What follows belongs to an exercise in optimizing a design on an open flow for small area; a production flow would make more cautious choices.
Function was checked by simulation only, so behaviour that the tests miss may differ from the original.

==> flow/design.v <==
module filter_chan_add #(parameter W = 8) (
    input  wire [W-1:0] x,
    input  wire [W-1:0] y,
    input  wire         ci,
    output wire [W-1:0] s
);
    wire [W:0] cy;
    assign cy[0] = ci;
    genvar i;
    generate
        for (i = 0; i < W; i = i + 1) begin : g
            assign s[i]    = x[i] ^ y[i] ^ cy[i];
            assign cy[i+1] = (x[i] & y[i]) | (x[i] & cy[i]) | (y[i] & cy[i]);
        end
    endgenerate
endmodule
module filter_chan_csa #(parameter W = 8) (
    input  wire [W-1:0] x,
    input  wire [W-1:0] y,
    input  wire [W-1:0] z,
    output wire [W-1:0] s,
    output wire [W-1:0] c
);
    wire [W-1:0] cc = (x & y) | (x & z) | (y & z);
    assign s = x ^ y ^ z;
    assign c = {cc[W-2:0], 1'b0};
endmodule
module filter_chan_mac (
    input  wire [8:0]  a,
    input  wire [32:0] b,
    input  wire [47:0] acc_in,
    input  wire [47:0] kin,
    output wire [47:0] sum
);
    localparam [47:0] SE = 48'hFAAC_0000_0000;    
    wire [10:0] ax = {a[8], a, 1'b0};             
    wire [35:0] bx = {b[32], b[32], b, 1'b0};     
    wire [4:0]  neg;
    wire [5*35-1:0] r;                           
    genvar k, j;
    generate
        for (k = 0; k < 5; k = k + 1) begin : bk
            wire t0 = ax[2*k];
            wire t1 = ax[2*k+1];
            wire t2 = ax[2*k+2];
            wire one = t1 ^ t0;
            wire two = (t2 & ~t1 & ~t0) | (~t2 & t1 & t0);
            assign neg[k] = t2;
            for (j = 0; j < 35; j = j + 1) begin : bj
                wire m = (one & bx[j+1]) | (two & bx[j]);
                if (j == 34)
                    assign r[35*k+j] = ~(m ^ t2);
                else
                    assign r[35*k+j] = m ^ t2;
            end
        end
    endgenerate
    wire [47:0] v1 = kin | SE | {39'd0, neg[4], 8'd0};
    wire [47:0] v2 = {13'd0, r[0 +: 35]};
    wire [47:0] v3 = {11'd0, r[35 +: 35], 1'b0, neg[0]};
    wire [47:0] v4 = {9'd0,  r[70 +: 35], 1'b0, neg[1], 2'd0};
    wire [47:0] v5 = {7'd0,  r[105 +: 35], 1'b0, neg[2], 4'd0};
    wire [47:0] v6 = {5'd0,  r[140 +: 35], 1'b0, neg[3], 6'd0};
    wire [47:0] s1, c1, s2, c2, s3, c3, s4, c4, s5, c5;
    filter_chan_csa #(48) u1 (.x(acc_in), .y(v1), .z(v2), .s(s1), .c(c1));
    filter_chan_csa #(48) u2 (.x(v3),     .y(v4), .z(v5), .s(s2), .c(c2));
    filter_chan_csa #(48) u3 (.x(s1),     .y(c1), .z(s2), .s(s3), .c(c3));
    filter_chan_csa #(48) u4 (.x(c2),     .y(v6), .z(s3), .s(s4), .c(c4));
    filter_chan_csa #(48) u5 (.x(c3),     .y(s4), .z(c4), .s(s5), .c(c5));
    filter_chan_add #(48) u6 (.x(s5), .y(c5), .ci(1'b0), .s(sum));
endmodule
module filter_chan (
    input  wire        clk,
    input  wire        rst,           
    input  wire [5:0]  cfg_dec,       
    input  wire [1:0]  cfg_ord,       
    input  wire [3:0]  cfg_taps,      
    input  wire        cfg_sat32,     
    input  wire        coef_we,       
    input  wire [3:0]  coef_addr,
    input  wire [15:0] coef_data,
    input  wire        start,         
    input  wire        stop,          
    input  wire        in_valid,      
    input  wire [31:0] in_data,
    output wire        out_valid,     
    output wire [31:0] out_data
);
    localparam [1:0] ST_STOP = 2'd0, ST_SETUP = 2'd1, ST_RUN = 2'd2;
    localparam [2:0] AI_ZERO = 3'd0,    
                     AI_ACC  = 3'd1,    
                     AI_SHL1 = 3'd2,    
                     AI_SHL8 = 3'd3,    
                     AI_SHR8 = 3'd5,    
                     AI_PSH  = 3'd6;    
    localparam [5:0] SU_POW  = 6'd1,    
                     SU_DIV  = 6'd7,    
                     SU_ZERO = 6'd40,   
                     SU_CLR  = 6'd41,   
                     SU_END  = 6'd57;
    reg [1:0]  st;
    reg [5:0]  dm1;                     
    reg [1:0]  ord;                     
    reg [3:0]  ntaps;                   
    reg        sat32;
    reg [15:0] coef [0:15];
    reg [3:0]  ph;                      
    reg [16*33-1:0] hr;                 
    reg [8*28-1:0]  crl;                
    reg [8*28-1:0]  crh;                
    reg [27:0] c_lo;                    
    reg [27:0] c_hi;                    
    reg        ch_en, ch_rd, ch_one, ch_comb, ch_cy;    
    reg [39:0] kr;                      
    reg [47:0] acc;
    reg [14:0] plo;                     
    reg [3:0]  s_new;                   
    reg [5:0]  cnt;                     
    reg [5:0]  dcnt;                    
    reg        cic_pend, cic_go, cic_due;
    reg        cic_fresh_i, cic_fresh_m;    
    reg        sk_on;
    reg        c0_on;
    reg        fir_on, fir_pre;
    reg        pre_req, ins_pend;
    reg        pw_pend;                 
    reg        ovalid;
    wire run   = (st == ST_RUN);
    wire setup = (st == ST_SETUP);
    wire [2:0] ph3 = ph[2:0];
    wire [55:0] c  = {c_hi, c_lo};
    wire [5:0]  scnt  = cnt;
    wire        sk0   = cic_go & (ph3 == 3'd7) & cic_due;   
    wire [2:0]  skcnt = sk0 ? 3'd0 : cnt[2:0];
    wire [4:0]  fcnt  = cnt[4:0];
    wire        c0cnt = cnt[3];                            
    wire        c0_go = c0_on & (c0cnt | ins_now);         
    wire [32:0] cv = c[32:0];           
    wire [32:0] head    = hr[16*33-1 -: 33];
    wire [3:0]  idx     = s_new - ph;                        
    wire        ins_now = ins_pend & (idx == 4'd0);
    wire        hclr    = setup & (scnt >= SU_CLR) & (scnt < SU_END);
    wire        pw_now  = pw_pend & (idx == 4'd15);
    wire [32:0] h_tail  = (ins_now | hclr) ? cv : pw_now ? acc[47:15] : head;
    wire [27:0] chead_l = crl[8*28-1 -: 28];
    wire [27:0] chead_h = crh[8*28-1 -: 28];
    wire        cic_act = run & (cic_go | (cic_pend & (ph3 == 3'd0)));
    wire        is_comb = ph3[2];
    wire        c_en    = cic_act & (is_comb ? (cic_due & (ph3[1:0] <= ord)) : (ph3[1:0] <= ord));
    wire        c_rd    = c_en & ~(is_comb ? cic_fresh_m : cic_fresh_i);
    wire        c_one   = c_en & ~c_rd & is_comb;    
    wire        c_sub   = c_en & is_comb;
    wire [27:0] cl_opb  = (chead_l & {28{c_rd}}) | {28{c_one}};
    wire [28:0] cl_sum;
    filter_chan_add #(29) u_caddl (.x({1'b0, c_lo}), .y({1'b0, cl_opb}), .ci(c_sub), .s(cl_sum));
    wire [27:0] cl_tail = c_en ? (is_comb ? ~c_lo : cl_sum[27:0]) : chead_l;
    wire [27:0] ch_opb  = (chead_h & {28{ch_rd}}) | {28{ch_one}};
    wire [27:0] ch_sum;
    filter_chan_add #(28) u_caddh (.x(c_hi), .y(ch_opb), .ci(ch_cy), .s(ch_sum));
    wire [27:0] ch_tail = ch_en ? (ch_comb ? ~c_hi : ch_sum) : chead_h;
    wire        ld_x    = run & in_valid;
    wire [3:0]  cidx  = c0_on ? 4'd0 : (idx + {3'd0, fir_pre});
    wire [15:0] cval  = coef[cidx];
    wire        cok   = c0_on | ((cidx <= ntaps) & ~(fir_pre & (idx == 4'd15)));
    wire        cb_hi = c0_on ? ~c0cnt : ~fcnt[4];
    wire [8:0]  cbyte = ~cok ? 9'd0 : cb_hi ? {cval[15], cval[15:8]} : {1'b0, cval[7:0]};
    wire [7:0]  sbyte = sk0 ? cl_sum[7:0] : c[skcnt*8 +: 8];    
    wire [5:0]  djx   = SU_DIV + 6'd33 - scnt;               
    wire        dbit  = c[djx];                              
    reg  [8:0]  ma;
    reg  [1:0]  bsel;                   
    reg  [2:0]  ai;
    reg  [47:0] kc;
    reg         ld_s;                   
    always @* begin
        ma = 9'd0; bsel = 2'd1; ai = AI_ACC; kc = 48'd0; ld_s = 1'b0;
        if (setup) begin
            ai = AI_ZERO;
            if (scnt == 6'd0) begin
                kc   = 48'd1;                                   
                ld_s = 1'b1;
            end else if (scnt < SU_POW + 6'd4) begin
                ma   = {2'b0, {1'b0, dm1} + 7'd1};              
                ld_s = (scnt[1:0] - 2'd1 <= ord);
            end else if (scnt == SU_DIV) begin                  
                kc = 48'd1;
                ma = 9'h1FF;
            end else if (scnt > SU_DIV && scnt < SU_DIV + 6'd33) begin
                ai = AI_SHL1;                                   
                ma = acc[47] ? 9'd1 : 9'h1FF;
            end else if (scnt == SU_ZERO) begin
                ld_s = 1'b1;                                    
            end else if (scnt == SU_END) begin
                kc = 48'd8192;                                  
            end
        end else if (sk_on | sk0) begin
            ma   = {(skcnt == 3'd6) & sbyte[7], sbyte};
            bsel = 2'd2;
            ai   = (skcnt == 3'd0) ? AI_ZERO : (skcnt <= 3'd4) ? AI_SHR8 : AI_ACC;
            kc   = (skcnt == 3'd0) ? 48'h0000_8000_0000 : 48'd0;
            ld_s = (skcnt == 3'd6);                             
        end else if (c0_go) begin
            ma = cbyte;
            ai = c0cnt ? AI_SHL8 : AI_PSH;
        end else if (c0_on) begin
            ma = 9'd0;                                          
        end else if (fir_on) begin
            ma   = cbyte;
            bsel = {1'b0, ins_now};
            ai   = (fcnt == 5'd0) ? AI_ZERO : (fcnt == 5'd16) ? AI_SHL8 : AI_ACC;
            kc   = (fcnt == 5'd0) ? 48'd32 : 48'd0;
        end
    end
    wire [32:0] kb = {kr[32:8], kr[7:0] & {8{~(sk_on & (skcnt == 3'd6))}}};
    wire [32:0] mb = (bsel == 2'd0) ? head : (bsel == 2'd1) ? cv : kb;
    reg  [47:0] acc_in;
    always @* begin
        case (ai)
            AI_ACC:  acc_in = acc;
            AI_SHL1: acc_in = {acc[46:0], dbit};
            AI_SHL8: acc_in = {acc[39:0], plo[7:0] & {8{c0_on}}};
            AI_SHR8: acc_in = {8'd0, acc[47:8]};
            AI_PSH:  acc_in = {8'd0, head, plo[14:8]};
            default: acc_in = 48'd0;
        endcase
    end
    wire [47:0] sum;
    filter_chan_mac u_mac (.a(ma), .b(mb), .acc_in(acc_in), .kin(kc), .sum(sum));
    wire signed [33:0] y = acc[47:14];
    wire [31:0] y_sat16 = y[33] ? 32'd0 : (|y[32:16]) ? 32'd65535 : {16'd0, y[15:0]};
    wire [31:0] y_sat32 = (y[33:31] == 3'b000 || y[33:31] == 3'b111) ? y[31:0] :
                          y[33] ? 32'h8000_0000 : 32'h7FFF_FFFF;
    assign out_valid = ovalid;
    assign out_data  = sat32 ? y_sat32 : y_sat16;
    always @(posedge clk) begin
        if (coef_we && (st == ST_STOP))
            coef[coef_addr] <= coef_data;
    end
    wire kr_sh  = setup & (scnt < SU_DIV + 6'd33);              
    wire kr_rot = (sk_on & (skcnt >= 3'd4)) | c0_go;           
    always @(posedge clk) begin
        hr   <= {hr[15*33-1:0], h_tail};
        crl  <= {crl[7*28-1:0], cl_tail};
        crh  <= {crh[7*28-1:0], ch_tail};
        c_lo <= ld_x ? in_data[27:0] : ld_s ? sum[27:0] : cl_sum[27:0];
        c_hi <= ld_x ? {{24{in_data[31]}}, in_data[31:28]} :
                ld_s ? {ch_sum[27:5], sum[32:28]} : ch_sum;
        ch_en   <= c_en;
        ch_rd   <= c_rd;
        ch_one  <= c_one;
        ch_comb <= is_comb;
        ch_cy   <= cl_sum[28];
        acc  <= sum;
        ph   <= rst ? 4'd0 : ph + 4'd1;
        if (kr_sh)
            kr <= {kr[38:0], (scnt >= SU_DIV) & ~sum[47]};
        else if (kr_rot)
            kr <= {kr[31:0], kr[39:32]};
    end
    always @(posedge clk) begin
        ovalid <= 1'b0;
        if (rst || stop) begin
            st <= ST_STOP;
        end else begin
            case (st)
                ST_STOP: if (start) begin
                    dm1      <= cfg_dec;
                    ord      <= cfg_ord;
                    ntaps    <= cfg_taps;
                    sat32    <= cfg_sat32;
                    s_new    <= 4'd0;
                    dcnt     <= 6'd0;
                    cnt      <= 6'd0;
                    cic_pend <= 1'b0;
                    cic_go   <= 1'b0;
                    cic_fresh_i <= 1'b1;
                    cic_fresh_m <= 1'b1;
                    sk_on    <= 1'b0;
                    c0_on    <= 1'b0;
                    fir_on   <= 1'b0;
                    pre_req  <= 1'b0;
                    ins_pend <= 1'b0;
                    pw_pend  <= 1'b0;
                    st       <= ST_SETUP;
                end
                ST_SETUP: begin
                    cnt <= cnt + 6'd1;
                    if (scnt == SU_END) begin
                        plo  <= sum[14:0];                      
                        st   <= ST_RUN;
                    end
                end
                ST_RUN: begin
                    if (in_valid) begin
                        if (dm1 == 6'd0) begin
                            s_new    <= s_new + 4'd1;
                            ins_pend <= 1'b1;
                            fir_on   <= 1'b1;
                            fir_pre  <= 1'b0;
                            cnt      <= 6'd0;
                        end else begin
                            cic_pend <= 1'b1;
                            cic_due  <= (dcnt == dm1);
                            if (dcnt == dm1) begin
                                dcnt  <= 6'd0;
                                s_new <= s_new + 4'd1;
                            end else
                                dcnt  <= dcnt + 6'd1;
                        end
                    end
                    if (cic_pend && ph3 == 3'd0) begin
                        cic_pend <= 1'b0;
                        cic_go   <= 1'b1;
                    end
                    if (cic_go && ph3 == 3'd7) begin
                        cic_go <= 1'b0;
                        cic_fresh_i <= 1'b0;
                        if (cic_due)
                            cic_fresh_m <= 1'b0;
                        if (cic_due) begin
                            sk_on <= 1'b1;
                            cnt   <= 6'd1;
                        end
                    end
                    if (ins_now)
                        ins_pend <= 1'b0;
                    if (pw_now)
                        pw_pend <= 1'b0;
                    if (sk_on | c0_go | fir_on)
                        cnt <= cnt + 6'd1;
                    if (sk_on) begin
                        if (skcnt == 3'd6) begin
                            sk_on    <= 1'b0;
                            ins_pend <= 1'b1;
                            c0_on    <= 1'b1;
                        end
                    end
                    if (c0_go) begin
                        if (c0cnt) begin
                            c0_on   <= 1'b0;
                            ovalid  <= 1'b1;
                            pre_req <= 1'b1;
                        end
                    end
                    if (fir_on) begin
                        if (fcnt == 5'd31) begin
                            fir_on <= 1'b0;
                            if (fir_pre) begin
                                plo     <= sum[14:0];
                                pw_pend <= 1'b1;
                            end else
                                ovalid <= 1'b1;
                        end
                    end
                    if (pre_req && !ins_pend && !fir_on && !sk_on && !c0_on) begin
                        pre_req <= 1'b0;
                        fir_on  <= 1'b1;
                        fir_pre <= 1'b1;
                        cnt     <= 6'd0;
                    end
                end
                default: st <= ST_STOP;
            endcase
        end
    end
endmodule
==> flow/flow/run.sh <==
#!/bin/bash
# The standard layout (the standard.sh, ORFS from synthesis to finish),
# with two changes in what the flow is asked for:
#  - clock tree: clkbuf_8 buffers, sink clusters of 18, no dummy loads;
#  - port buffers: the smallest buffer cell (every port is still buffered).
# Each tool's full output is in the ORFS logs; make's output is in standard.log.
set -euo pipefail
export CTS_ARGS="-sink_clustering_enable -repair_clock_nets -sink_clustering_size 18 -sink_clustering_max_diameter 50 -buf_list sky130_fd_sc_hd__clkbuf_8 -dont_use_dummy_load"
export BUFFER_PORTS_ARGS="-buffer_cell sky130_fd_sc_hd__buf_1"
bash standard.sh > standard.log 2>&1
==> flow/standard.sh <==
#!/bin/bash
# synth_recipe.tcl (not shown) runs the flow's synth.tcl, then flattens the netlist and writes it again
# the make line also repeats each setting of config.mk as NAME=value (left out here)
make -C /OpenROAD-flow-scripts/flow DESIGN_CONFIG=/design/flow/config.mk WORK_HOME=/design/flow/orfs CLKGATE_MAP_FILE= SYNTH_SCRIPT=/design/flow/synth_recipe.tcl "${@:-finish}"
==> flow/config.mk <==
export PLATFORM = sky130hd
export DESIGN_NAME = filter_chan
export DESIGN_NICKNAME = filter_chan
export VERILOG_FILES = /design/flow/design.v
export SDC_FILE = /design/flow/constraint.sdc
export NUM_CORES = 4
export LEC_CHECK = 0
export ABC_AREA = 1
export CAP_MARGIN = 0
export CORE_MARGIN = 2
export CORE_UTILIZATION = 70
export CTS_BUF_LIST = sky130_fd_sc_hd__clkbuf_8
export CTS_CLUSTER_DIAMETER = 50
export CTS_CLUSTER_SIZE = 18
export SLEW_MARGIN = 0
==> flow/constraint.sdc <==
create_clock -name core_clock -period 25.0 [get_ports {clk}]
set_input_delay 5.0000 -clock core_clock [delete_from_list [all_inputs] [get_ports {clk}]]
set_output_delay 5.0000 -clock core_clock [all_outputs]
set_load 0.01 [all_outputs]
==> summary.txt <==
## final cells by class
class | count | area, um2 | share of cell area [%]
Tap cell | 1040 | 1300 | 2.24
Clock buffer | 105 | 1450 | 2.49
Timing Repair Buffer | 227 | 1360 | 2.33
Sequential cell | 1444 | 32400 | 55.8
Inverter | 620 | 2330 | 4.00
Multi-Input combinational cell | 3142 | 19200 | 33.1
Antenna cell | 11 | 27.5 | 0.0474
## routing by layer
metal / GRT usage, % / wire length, um / vias to the layer above
met1: 50.7 / 58100 / 18966
met5: 0 / 55 / -
met4: 25.6 / 12300 / 8
met2: 60.4 / 70300 / 2705
li1: - / - / 17882
met3: 9.86 / 18700 / 671
## how the worst max path moves through the flow
stage | to | slack [ns]
after floorplan | kr[0] | 0.33
after global placement | kr[0] | -0.21
after detailed placement | kr[0] | -0.64
after CTS | kr[0] | 0.02
after global routing | kr[0] | 0.01
final | kr[0] | 0.82
## cells in the final DEF, fill, tap and decap left out, types with 12 or more instances in the layout
| master | n |
|---|---|
| edfxtp_1 | 352 |
| o211ai_1 | 95 |
| o22ai_1 | 67 |
| nand3_1 | 427 |
| nor3_1 | 17 |
| a21oi_1 | 125 |
| buf_4 | 121 |
| ha_1 | 86 |
| dfxtp_1 | 1091 |
| o21ai_0 | 510 |
| fa_2 | 24 |
| nand2_1 | 1168 |
| clkbuf_8 | 105 |
| fa_1 | 219 |
| o221ai_1 | 14 |
| inv_2 | 12 |
| buf_1 | 103 |
| o22a_1 | 26 |
| o21ai_1 | 19 |
| inv_1 | 600 |
| nor2_1 | 212 |
## registers in the layout, indices dropped and copies added, names as in the netlist, 6 cells and up
signal	cells
crl	224
hr	528
dm1	6
c_lo	28
acc	48
cnt	6
c_hi	28
coef	256
kr	40
plo	15
dcnt	6
crh	224
## metrics by stage
step / TNS [ns] / utilization (%) / instance area [um2]
global placement: -0.281 / 72.9 / 56600
floorplan: 0 / - / 55000
global route: 0 / 74.9 / 58100
detailed placement: -1.35 / 72.9 / 56600
finish: 0 / 74.9 / 58100
CTS: 0 / 74.8 / 58000
## logic make-up after synthesis
kind of cell             after synthesis
AO/OA/AOI/OAI                        926
XOR/XNOR                              20
adder cells (fa/ha/maj)              329
buffers and inverters                871
flip-flops                          1444
AND/OR/NAND/NOR                     1867
## what timing repair did
action / in CTS / in global routing
resized for setup: 12 / 18
setup endpoints to repair: 3 / 3
buffers inserted: 1 / 0
pin swaps: 2 / 4
==> metrics.md <==
| Metric | Value |
|---|---|
| Status | no timing/DRC/antenna violations |
| Synth cell types | 54 |
| Minimum clock period | 24.18 ns |
| Die X | between 200 and 300 um |
| Final Cycle Share | 96.7% |
| Crit path launch type | flip-flop |
| Worst-Skew Late Latency | 0.78 ns |
| R2R depth | 92 |
| Share of layout cells above drive strength 1 | 5.56% |
| Min-delay src | hr[47] |
| DRT antenna net count | 0 |
| Fillers | between 5000 and 6000 |
| Async SR Flop Fraction | 0% |
| Initial antenna violation count | 9 |
| CP peak stage delay | about 0.56 ns |
| DP Worst Slack | -0.640 ns |
| Sequential-to-total area share from yosys stat | 58.9% |
| Buf+Inv Stages, Crit Path | 23 |
| YS warnings | 1 |
| Fin worst setup slack | around 0.82 ns |
| Global-route wire length before repair | 238000 um |
| I/O pins | 104 |
| Synth Area per Inst | 10.1 um2 |
| Crit Path Category | reg -> reg |
| Final Skew | 0.134 ns |
| Final hold vios | 0 |
| Root Driver | clkbuf_8 |
| Hold depth | 0 |
| Critical Path AT | 24.68 ns |
| Final nets | between 5000 and 6000 |
| Vias/cell | 6.11 |
| CTS Buffer Depth | 3 |
| Cell family with most CP delay | adder cells |
| Commonest cells post-synth | nand2_1, dfxtp_1, inv_1 |
| Reg-to-Reg Start | ph[0] |
| Pin count of the biggest net entering global routing | 101 |
| DR vias | 40232 |
| Area growth from synthesis to layout | 5.61% |
| Fin. max-slew vios | 0 |
| Synth area leaders | dfxtp_1, edfxtp_1, fa_1 |
| RSZ-0062 raised after global routing | false |
| Post-Syn Nets | a little under 6000 |
| H-tree depth | 3 |
| Hpwl dp | 115000 um |
| Grt ovf | 0 |
| Hold_buf cts | 0 |
| Core Rows | 102 |
| Worst-path clk slew | 0.10 ns |
| Cell mode on critical path | fa_1 |
| Synthesized instance count | roughly 5500 |
| Hold endpoint | hr[80] |
| Avg WL per Cell | 24.2 um |
| Slew HR | 18.4% |
| Worst Path Required | 25.50 ns |
| Post-synthesis simple-gate area fraction | 13.9% |
| Largest family of logic cells by synthesized area | simple AND/OR/NAND/NOR gates |
| Worst Max-Slew Pin Slew | 1.22 ns |
| Initial drt markers | 5848 |
| Post-synthesis compound-gate area fraction | 9.68% |
| Synthesized area | 55000 um2 |
| CP startpoint | ph[0] |
| Core area | 77600 um2 |
| Max-Cap Viols | 0 |
| Number of buffers created by CTS | 105 |
| Worst r2r dst | kr[0] |
| I/O Buffers | 103 |
| Top FF cell, synth | dfxtp_1 |
| CP endpoint kind | flip-flop |
| Worst hold slack | 0.269 ns |
| TritonCTS clock tree | built |
| Most common cell in the netlist | nand2_1 |
| Final cell count without fillers | between 6000 and 7000 |
| Setup violations, final | 0 |
| Yosys reg bits | between 1000 and 1500 |
| Post-synth EDFFs | 352 |
| Drt total wl | 159000 um |
| Starting Density | a little under three quarters |
| CTS sink count | roughly 1400 |
| Mux contribution to synthesized area | 0% |
| Placed cells | 6472 |
| Synth Area in XOR/XNOR | less than 1% |
| Stages on worst setup path | around 90 |
| DRC errors left | 0 |
| Overall Global Routing Usage | 39.6% |
| Area share of the largest cell type after synthesis | 39.7% |
| GPL Wtd Cong | 1.05 |
| First-pass iteration count of the detailed router | 8 |
| Register-to-register setup slack | between 0.8 and 0.9 ns |
| CP max-delay cell | fa_1 |
| DIE HEIGHT | 284 um |
| DIE AREA | 80900 um2 |
| Maximum clock rate | 41.4 MHz |
| Top cell type by total area after synthesis | dfxtp_1 |
| Min-delay worst type | reg -> reg |
| Vias in the first global route | 39636 |
| Biggest fanout along the worst timing path | 3 |
| Post-Synth Adder-Cell Area | 10.8% |

## re-timing with driven ports
No port has a modelled driver above. Below, the same layout with a new extraction and two added sets of constraints.
Step 1, drivers: a clkbuf_16 drives clk and a buf_2 each remaining input, both assumed.
Step 2 moves the port delays by t, midway between the first and last clock arrival at a register: inputs arrive t later, outputs are due t later. That takes back most of the time a late clock gives input paths.
Slacks: ideal ports / drivers / drivers and shift; pairs: ideal ports / drivers.
shift t [ns]: 0.774
slack for setup (ns): 0.824 / 0.824 / 0.824
worst setup path at the end: register to register
worst slew at a driven data input, ns: 0.05
pins driven straight from the clock port: 1
After both steps this run still meets setup and hold. The setup slack of this run moves by 0.000 ns with the drivers and by 0.000 ns with both steps.
